What follows belongs to an exercise in optimizing a design on an open flow for small area, a short achievable clock period and few clock cycles; a production flow would make more cautious choices.
Only simulation tests tie the RTL to the original design; equivalence was not proved.

==> inputs of 12-27 <==
## lin_engine
module lin_engine (
    input  wire         clk,
    input  wire         rst,
    input  wire         start,
    input  wire [23:0]  code,
    input  wire [2:0]   rng,
    input  wire         general,
    input  wire         poly,
    input  wire [3:0]   nx,
    input  wire [1:0]   nt,
    input  wire [31:0]  temp,
    input  wire         temp_old,
    input  wire [767:0] coef,
    input  wire [31:0]  xmin,
    input  wire [31:0]  xmax,
    input  wire [31:0]  tmin,
    input  wire [31:0]  tmax,
    output reg          done,
    output wire [31:0]  y,
    output wire         extrap,
    output wire         nonfin
);
    localparam [1:0] OP_P = 2'd0, OP_T = 2'd1, OP_W = 2'd2;
    reg        busy;
    reg [1:0]  t;           
    reg        ph;          
    reg        poly_r;
    reg [2:0]  nxe_r;
    reg [1:0]  nt_r;
    reg [2:0]  ci0, ci1;    
    reg [2:0]  si0, si1;    
  ...
clock: 30.0 ns
lec_check: 0
abc_area: 1
cap_margin: 20
core_margin: 2
core_utilization: 40
slew_margin: 20
standard.sh (not shown) runs the stock make flow with config.mk's settings and CLKGATE_MAP_FILE= SYNTH_SCRIPT=/design/flow/synth_recipe.tcl, a recipe that flattens the netlist after the stock synthesis.
==> flow/flow/run.sh <==
#!/bin/bash
# The standard layout, except that the port buffers are the smallest
# buffer cell (sky130_fd_sc_hd__buf_1) instead of the delay buffer that
# buffer_ports picks by default. Every port still gets its own buffer.
set -euo pipefail
bash standard.sh "BUFFER_PORTS_ARGS=-buffer_cell sky130_fd_sc_hd__buf_1" finish \
    > standard_flow.log 2>&1
==> inputs of 05-15, as changes to 12-27 <==
--- a/flow/design.v
+++ b/flow/design.v
@@ -27,12 +27,13 @@
     reg        poly_r;
     reg [2:0]  nxe_r;
     reg [1:0]  nt_r;
     reg [2:0]  ci0, ci1;    
     reg [2:0]  si0, si1;    
     reg [31:0] ma, mb;      
+    reg        ma_h, mb_h;  
     reg [31:0] pr;          
     reg [31:0] ad;          
     reg [31:0] x_r;
     reg [31:0] r1;          
     reg [31:0] y_r;         
     reg        ext_r, tnf_r;
@@ -69,15 +70,16 @@
     wire       pow2 = !general || (rng == 3'd2);
     wire [2:0] fsk  = general ? 3'd0 : ({1'b0, rng[1:0]} + 3'd1);
     wire        code_neg = code[23];
     wire [23:0] code_inv;
     lin_ksadd #(.W(24)) u_cneg (.a(~code), .b(24'd0), .cin(1'b1), .s(code_inv));
     wire [23:0] code_mag = code_neg ? code_inv : code;
-    wire [23:0] code_oc = code ^ {24{code_neg}};
-    wire [4:0]  code_lz;
-    lin_lzc28 u_clz (.x({code_oc, 4'b1111}), .z(code_lz));
+    wire [4:0]  code_lzp, code_lzn;
+    lin_lzc28 u_clzp (.x({code, 4'b1111}), .z(code_lzp));
+    lin_lzc28 u_clzn (.x({~code, 4'b1111}), .z(code_lzn));
+    wire [4:0]  code_lz = code_neg ? code_lzn : code_lzp;
     wire        code_p2 = code_neg && ((~code[23:1] & code[22:0]) == 23'd0);
     wire [23:0] code_norm = code_p2 ? 24'h80_0000 : (code_mag << code_lz);
     wire [7:0]  code_e  = (code_p2 ? 8'd151 : 8'd150) - {3'd0, code_lz};
     wire        code_z = (code == 24'd0);
     wire [31:0] code_f = code_z ? 32'd0
                        : {code_neg, code_e, code_norm[22:0]};
@@ -90,12 +92,13 @@
                            : ({pr[30:23] - 8'd23, dr} + {30'd0, dr[22]});
     wire [31:0] div_out = (pr[30:0] == 31'd0) ? {pr[31], 31'd0}
                                               : {pr[31], dmag};
     wire [31:0] mul_y, add_y;
     wire        m_need, stall;
     lin_fmul u_mul (.clk(clk), .rst(rst), .need(m_need), .a(ma), .b(mb),
+                    .ha(ma_h), .hb(mb_h),
                     .y(mul_y), .stall(stall));
     lin_fadd u_add (.a(pr), .b(ad), .pass_b(a_init), .y(add_y));
     wire [31:0] res = add_y;
     function [4:0] prog(input [1:0] n, input s2, input s3, input ln,
                         input [2:0] c);
         begin
@@ -235,13 +238,15 @@
                     ci1 <= 3'd0; si1 <= 3'd0;
                     a_j     <= j0;
                     a_last  <= poly && (nxe == 3'd0) && pow2;
                     a_final <= 1'b0;
                     a_ld    <= 1'b0;
                     ma <= code_f;
+                    ma_h <= !code_z;
                     mb <= fs;
+                    mb_h <= 1'b1;
                     if (pow2) begin
                         t  <= 2'd2;
                         ph <= 1'b1;
                         pr <= code_p;
                         ad <= coef_sel;
                         a_init  <= poly;
@@ -257,12 +262,16 @@
                 end
             end else if (!stall) begin
                 if (t != 2'd3) t <= t + 2'd1;
                 ph <= ~ph;
                 pr <= mul_y;
                 ma <= a_ld ? coef_sel : a_ldr ? r1 : res;
+                ma_h <= a_ld ? (coef_sel[30:23] != 8'd0) :
+                        a_ldr ? (r1[30:23] != 8'd0) : (res[30:23] != 8'd0);
+                mb_h <= n_w ? 1'b1 : n_t ? (temp[30:23] != 8'd0) :
+                        (t == 2'd2) ? (div_out[30:23] != 8'd0) : (x_r[30:23] != 8'd0);
                 mb <= n_w ? 32'h3F80_0000 :
                       n_t ? temp : ((t == 2'd2) ? div_out : x_r);
                 if (t == 2'd2) begin
                     x_r   <= div_out;
                     ext_r <= temp_old | x_out | t_out;
                     tnf_r <= (temp[30:23] == 8'hFF);
@@ -328,12 +337,14 @@
 module lin_fmul (
     input  wire        clk,
     input  wire        rst,
     input  wire        need,     
     input  wire [31:0] a,
     input  wire [31:0] b,
+    input  wire        ha,       
+    input  wire        hb,       
     output wire [31:0] y,
     output wire        stall
 );
     wire        sa = a[31];
     wire        sb = b[31];
     wire [7:0]  ea = a[30:23];
@@ -346,15 +357,15 @@
     wire b_inf  = (eb == 8'hFF) && (fb == 23'd0);
     wire a_zero = (a[30:0] == 31'd0);
     wire b_zero = (b[30:0] == 31'd0);
     wire sy     = sa ^ sb;
     wire special = (ea == 8'hFF) || (eb == 8'hFF) || a_zero || b_zero;
     wire [8:0] esum = {1'b0, ea} + {1'b0, eb};
-    wire slow = !special && ((ea == 8'd0) || (eb == 8'd0) || (esum < 9'd128));
-    wire [23:0] ma = {ea != 8'd0, fa};
-    wire [23:0] mb = {eb != 8'd0, fb};
+    wire slow = !special && (!ha || !hb || (esum < 9'd128));
+    wire [23:0] ma = {ha, fa};
+    wire [23:0] mb = {hb, fb};
     wire [47:0] prod;
     lin_mul24 u_m (.a(ma), .b(mb), .p(prod));
     wire        top  = prod[47];
     wire [22:0] b1 = prod[46:24];
     wire        r1 = prod[23] & ((|prod[22:0]) | prod[24]);
     wire [22:0] b0 = prod[45:23];
@@ -400,14 +411,14 @@
     always @(posedge clk) begin
         if (rst || !stall) begin
             fbusy <= 1'b0;
         end else if (!fbusy) begin
             fbusy <= 1'b1;
             F     <= prod;
-            FE    <= $signed({3'b000, (ea == 8'd0) ? 8'd1 : ea})
-                   + $signed({3'b000, (eb == 8'd0) ? 8'd1 : eb}) - 11'sd126;
+            FE    <= $signed({3'b000, ha ? ea : 8'd1})
+                   + $signed({3'b000, hb ? eb : 8'd1}) - 11'sd126;
         end else if (f_left) begin
             if (F[47:40] == 8'd0 && FE > 11'sd8) begin
                 F  <= {F[39:0], 8'd0};
                 FE <= FE - 11'sd8;
             end else begin
                 F  <= {F[46:0], 1'b0};
@@ -1566,14 +1577,14 @@
 endmodule
 module lin_align (
     input  wire [23:0] m,
     input  wire [7:0]  d,
     output wire [26:0] z
 );
-    wire [4:0]  dc = (d > 8'd27) ? 5'd27 : d[4:0];
-    wire [26:0] r  = {m, 3'b000} >> dc;
+    wire        big = (d[7:5] != 3'd0);
+    wire [26:0] r  = ({m, 3'b000} >> d[4:0]) & {27{~big}};
     wire [23:0] mr;
     genvar i;
     generate
         for (i = 0; i < 24; i = i + 1) begin : g_rev
             assign mr[i] = m[23 - i];
         end
==> inputs of 10-13, as changes to 12-27 <==
--- a/flow/design.v
+++ b/flow/design.v
@@ -27,12 +27,13 @@
     reg        poly_r;
     reg [2:0]  nxe_r;
     reg [1:0]  nt_r;
     reg [2:0]  ci0, ci1;    
     reg [2:0]  si0, si1;    
     reg [31:0] ma, mb;      
+    reg        ma_h, mb_h;  
     reg [31:0] pr;          
     reg [31:0] ad;          
     reg [31:0] x_r;
     reg [31:0] r1;          
     reg [31:0] y_r;         
     reg        ext_r, tnf_r;
@@ -90,12 +91,13 @@
                            : ({pr[30:23] - 8'd23, dr} + {30'd0, dr[22]});
     wire [31:0] div_out = (pr[30:0] == 31'd0) ? {pr[31], 31'd0}
                                               : {pr[31], dmag};
     wire [31:0] mul_y, add_y;
     wire        m_need, stall;
     lin_fmul u_mul (.clk(clk), .rst(rst), .need(m_need), .a(ma), .b(mb),
+                    .ha(ma_h), .hb(mb_h),
                     .y(mul_y), .stall(stall));
     lin_fadd u_add (.a(pr), .b(ad), .pass_b(a_init), .y(add_y));
     wire [31:0] res = add_y;
     function [4:0] prog(input [1:0] n, input s2, input s3, input ln,
                         input [2:0] c);
         begin
@@ -235,13 +237,15 @@
                     ci1 <= 3'd0; si1 <= 3'd0;
                     a_j     <= j0;
                     a_last  <= poly && (nxe == 3'd0) && pow2;
                     a_final <= 1'b0;
                     a_ld    <= 1'b0;
                     ma <= code_f;
+                    ma_h <= !code_z;
                     mb <= fs;
+                    mb_h <= 1'b1;
                     if (pow2) begin
                         t  <= 2'd2;
                         ph <= 1'b1;
                         pr <= code_p;
                         ad <= coef_sel;
                         a_init  <= poly;
@@ -257,12 +261,16 @@
                 end
             end else if (!stall) begin
                 if (t != 2'd3) t <= t + 2'd1;
                 ph <= ~ph;
                 pr <= mul_y;
                 ma <= a_ld ? coef_sel : a_ldr ? r1 : res;
+                ma_h <= a_ld ? (coef_sel[30:23] != 8'd0) :
+                        a_ldr ? (r1[30:23] != 8'd0) : (res[30:23] != 8'd0);
+                mb_h <= n_w ? 1'b1 : n_t ? (temp[30:23] != 8'd0) :
+                        (t == 2'd2) ? (div_out[30:23] != 8'd0) : (x_r[30:23] != 8'd0);
                 mb <= n_w ? 32'h3F80_0000 :
                       n_t ? temp : ((t == 2'd2) ? div_out : x_r);
                 if (t == 2'd2) begin
                     x_r   <= div_out;
                     ext_r <= temp_old | x_out | t_out;
                     tnf_r <= (temp[30:23] == 8'hFF);
@@ -328,12 +336,14 @@
 module lin_fmul (
     input  wire        clk,
     input  wire        rst,
     input  wire        need,     
     input  wire [31:0] a,
     input  wire [31:0] b,
+    input  wire        ha,       
+    input  wire        hb,       
     output wire [31:0] y,
     output wire        stall
 );
     wire        sa = a[31];
     wire        sb = b[31];
     wire [7:0]  ea = a[30:23];
@@ -346,15 +356,15 @@
     wire b_inf  = (eb == 8'hFF) && (fb == 23'd0);
     wire a_zero = (a[30:0] == 31'd0);
     wire b_zero = (b[30:0] == 31'd0);
     wire sy     = sa ^ sb;
     wire special = (ea == 8'hFF) || (eb == 8'hFF) || a_zero || b_zero;
     wire [8:0] esum = {1'b0, ea} + {1'b0, eb};
-    wire slow = !special && ((ea == 8'd0) || (eb == 8'd0) || (esum < 9'd128));
-    wire [23:0] ma = {ea != 8'd0, fa};
-    wire [23:0] mb = {eb != 8'd0, fb};
+    wire slow = !special && (!ha || !hb || (esum < 9'd128));
+    wire [23:0] ma = {ha, fa};
+    wire [23:0] mb = {hb, fb};
     wire [47:0] prod;
     lin_mul24 u_m (.a(ma), .b(mb), .p(prod));
     wire        top  = prod[47];
     wire [22:0] b1 = prod[46:24];
     wire        r1 = prod[23] & ((|prod[22:0]) | prod[24]);
     wire [22:0] b0 = prod[45:23];
@@ -400,14 +410,14 @@
     always @(posedge clk) begin
         if (rst || !stall) begin
             fbusy <= 1'b0;
         end else if (!fbusy) begin
             fbusy <= 1'b1;
             F     <= prod;
-            FE    <= $signed({3'b000, (ea == 8'd0) ? 8'd1 : ea})
-                   + $signed({3'b000, (eb == 8'd0) ? 8'd1 : eb}) - 11'sd126;
+            FE    <= $signed({3'b000, ha ? ea : 8'd1})
+                   + $signed({3'b000, hb ? eb : 8'd1}) - 11'sd126;
         end else if (f_left) begin
             if (F[47:40] == 8'd0 && FE > 11'sd8) begin
                 F  <= {F[39:0], 8'd0};
                 FE <= FE - 11'sd8;
             end else begin
                 F  <= {F[46:0], 1'b0};
==> comparison table <==
                                                                05-15       10-13       12-27
Run status                           no timing/DRC/antenna violations  no timing/DRC/antenna violations  no timing/DRC/antenna violations
Worst setup path startpoint                                     nx[2]      pr[24]      ma[26]
Area of the die                                            188000 um2  186000 um2  186000 um2
Post-synthesis instance area                                73800 um2   73000 um2   73200 um2
WS Path Type                                                in -> reg  reg -> reg  reg -> reg
# clock sinks                                                     322         322         320
Largest area contributor in the synthesized netlist           nand2_1        fa_1     nand2_1
Register bit total from synthesis                                 322         322         320
Post-synthesis instance total                                   11.9k       11.5k       11.6k
Multi-input gate area                                       54400 um2   53700 um2   53900 um2
Pin count of the biggest net entering global routing              154         100         165
Portion of the layout cell area used by non-clock buffers       6.39%       6.41%       6.56%
Testbench counts of 12-27, summed over its fixed seeds: cycles 6,783.
Testbench counts of 05-15, summed over its fixed seeds: cycles 6,783.
Testbench counts of 10-13, summed over its fixed seeds: cycles 6,783.

==> separate check: timing with driven ports <==
The results above use ideal ports. As a check the final layouts listed here were re-extracted and re-timed, cells and wires unchanged. Step 1 assumes that a clkbuf_16 drives the clock port and a buf_2 every other input. Step 2 times the ports against the registers' clock, not the clock port: input delays grow and output delays shrink by t, the midpoint of the rising clock arrivals with the driver on. Three values: ideal ports, drivers, drivers and shift; two values: the first two.
run	t (ns)	slack for setup (ns)	cell pins on the clock port's net
12-27	0.699	17.489 / 17.489 / 16.987	1
05-15	0.653	18.620 / 18.662 / 18.008	1
10-13	0.663	17.824 / 17.824 / 17.242	1
After both steps every run listed still meets setup and hold. The setup slack of 05-15, which loses most, moves by +0.042 ns with the drivers and by -0.612 ns with both steps.
